What follows belongs to an exercise in optimizing a design on an open flow for small area and a short achievable clock period; a production flow would make more cautious choices. RTL that was checked went through simulation tests only; none was proved equivalent to the original. Power is estimated from default activity; no workload was simulated.

==> delta <==
Design tile_fma, start of the top module:
module tile_fma (
    input  wire        clk,
    input  wire        rst,
    input  wire        in_valid,
    input  wire [31:0] in_a,
    input  wire [31:0] in_b,
    input  wire [31:0] in_c,
    output reg         out_valid,
    output reg  [31:0] out_r
);
export LEC_CHECK = 0
export CAP_MARGIN = 20
export CORE_MARGIN = 2
export CORE_UTILIZATION = 40
export SLEW_MARGIN = 20
create_clock -name core_clock -period 21.0 [get_ports {clk}]
standard.sh (not shown) runs the stock make flow with config.mk's settings and CLKGATE_MAP_FILE= SYNTH_SCRIPT=/design/flow/synth_recipe.tcl, a recipe that flattens the netlist after the stock synthesis.
==> flow/flow/run.sh <==
#!/bin/bash
# Layout flow: the standard ORFS flow (standard.sh, with its unchanged
# synthesis), with the resizer asked to repair setup down to a tighter
# target than the clock period, so that it sizes and buffers the longest
# pipeline stages. The constraints and clock period are the standard flow's own.
# standard.sh's output goes to layout.log; ORFS keeps each step's log
# under orfs/logs/.
set -euo pipefail
TARGET_NS=${TARGET_NS:-5.3}
export SETUP_SLACK_MARGIN=$(awk -v p="$FLOW_PERIOD_NS" -v t="$TARGET_NS" 'BEGIN { printf "%.3f", p - t }')
echo "SETUP_SLACK_MARGIN=$SETUP_SLACK_MARGIN" > flow_settings.log
bash standard.sh > layout.log 2>&1
==> onyx (differences from delta) <==
--- a/flow/design.v
+++ b/flow/design.v
@@ -43,30 +43,29 @@
     wire is_nan  = a_nan || b_nan || c_nan || (a_inf && b_zero) ||
                    (b_inf && a_zero) || (p_inf && c_inf && eff_sub);
     wire is_inf  = p_inf || c_inf;
     wire is_zero = p_zero && c_zero;
     wire sp_sign = p_inf ? sp : c_inf ? sc : (sp & sc);
     wire [23:0] ma = {1'b1, s0_a[22:0]};
-    wire [23:0] mb = {1'b1, s0_b[22:0]};
+    wire [23:0] mb = p_zero ? 24'd0 : {1'b1, s0_b[22:0]};
     wire [23:0] mc = c_zero ? 24'd0 : {1'b1, s0_c[22:0]};
-    wire signed [10:0] d = $signed({3'd0, ea}) + $signed({3'd0, eb})
-                         - $signed({3'd0, ec}) - 11'sd98;
-    wire        c_scale = !c_zero && (p_zero || d[10]);
-    wire        d_big   = !d[10] && (d[9:7] != 3'd0);
+    wire signed [10:0] sh_raw = $signed({3'd0, ea}) + $signed({3'd0, eb})
+                              - $signed({3'd0, ec}) - 11'sd98;
+    wire        c_scale = !c_zero && (p_zero || sh_raw[10]);
+    wire [6:0]  sh      = c_scale ? 7'd0 :
+                          (sh_raw > 11'sd77) ? 7'd77 : sh_raw[6:0];
     wire signed [10:0] e_top = c_scale ? $signed({3'd0, ec})
                                        : ($signed({3'd0, ea}) + $signed({3'd0, eb}) - 11'sd98);
-    wire [75:0] c_sh = {mc, 52'd0} >> d[6:0];
-    wire [75:0] c_al = c_scale ? {mc, 52'd0} : (d_big ? 76'd0 : c_sh);
-    reg c_lo;
+    wire [75:0] c_al = {mc, 52'd0} >> sh;
+    reg c_st;
     integer k;
     always @(*) begin
-        c_lo = 1'b0;
+        c_st = 1'b0;
         for (k = 0; k < 24; k = k + 1)
-            if (d[6:0] >= 7'd53 + k[6:0]) c_lo = c_lo | mc[k];
+            if (sh >= 7'd53 + k[6:0]) c_st = c_st | mc[k];
     end
-    wire c_st = !c_scale && (d_big ? (mc != 24'd0) : c_lo);
     wire [47:0] px, py;
     wire m_pp0_0 = ma[0] & mb[0];
     wire m_pp0_1 = ma[0] & mb[1];
     wire m_pp0_2 = ma[0] & mb[2];
     wire m_pp0_3 = ma[0] & mb[3];
     wire m_pp0_4 = ma[0] & mb[4];
==> flow/run.sh (new file) <==
#!/bin/bash
# synth_recipe.tcl (not shown) runs the flow's synth.tcl, then flattens the netlist and writes it again
# the make line also repeats each setting of config.mk as NAME=value (left out here)
make -C /OpenROAD-flow-scripts/flow DESIGN_CONFIG=/design/flow/config.mk WORK_HOME=/design/flow/orfs CLKGATE_MAP_FILE= SYNTH_SCRIPT=/design/flow/synth_recipe.tcl finish
removed: flow/flow/run.sh
removed: flow/standard.sh
==> notes <==
- Of delta and onyx, onyx has the higher first-iteration DRC count (gap 1.2%, measured against onyx).
- delta finished with timing, DRC and antenna clean. onyx produced a clean layout.
- Worst hold slack: delta is worse than onyx (0.020 ns).
- Against delta, the core utilization of onyx is lower by 0.65 points.
- Against onyx, the sequential share of layout area of delta is higher by 0.071 points.
- In via count, delta and onyx hardly differ.
- Final cell count is about the same in delta and onyx.
- In count of clock-buffer cells in the layout, onyx and delta do not differ.
- Against delta, the sequential power of onyx is higher by about 3%.
- Between onyx and delta, the lower clock skew is in delta (gap 0.0057 ns).
- Of onyx and delta, onyx has the higher combinational power (gap about 0.7%, measured against delta).
Function not checked in onyx: the RTL went through the layout flow alone.

## port drivers added, routing unchanged
How much do the figures lean on ideal ports? The routed layouts below were timed once more, with nothing changed but the port constraints. Step 1: set_driving_cell puts a clkbuf_16 on clk and a buf_2 on each other input, an assumption about the parent block. Step 2, shift: input delay + t, output delay - t, t = (earliest + latest rising clock arrival at the registers) / 2. This alone moves slack from input paths to output paths. Three values: ideal, step 1, step 2; two values: the first two.
run | t (ns) | slack for setup (ns) | clock arrival spread, ns | slew at the worst register clock pin (ns)
delta | 0.706 | 15.707 / 15.639 / 15.772 | 0.051 / 0.051 | 0.07 / 0.07
onyx | 0.695 | 13.267 / 13.267 / 13.267 | 0.057 / 0.057 | 0.08 / 0.08
After both steps every run listed still meets setup and hold.
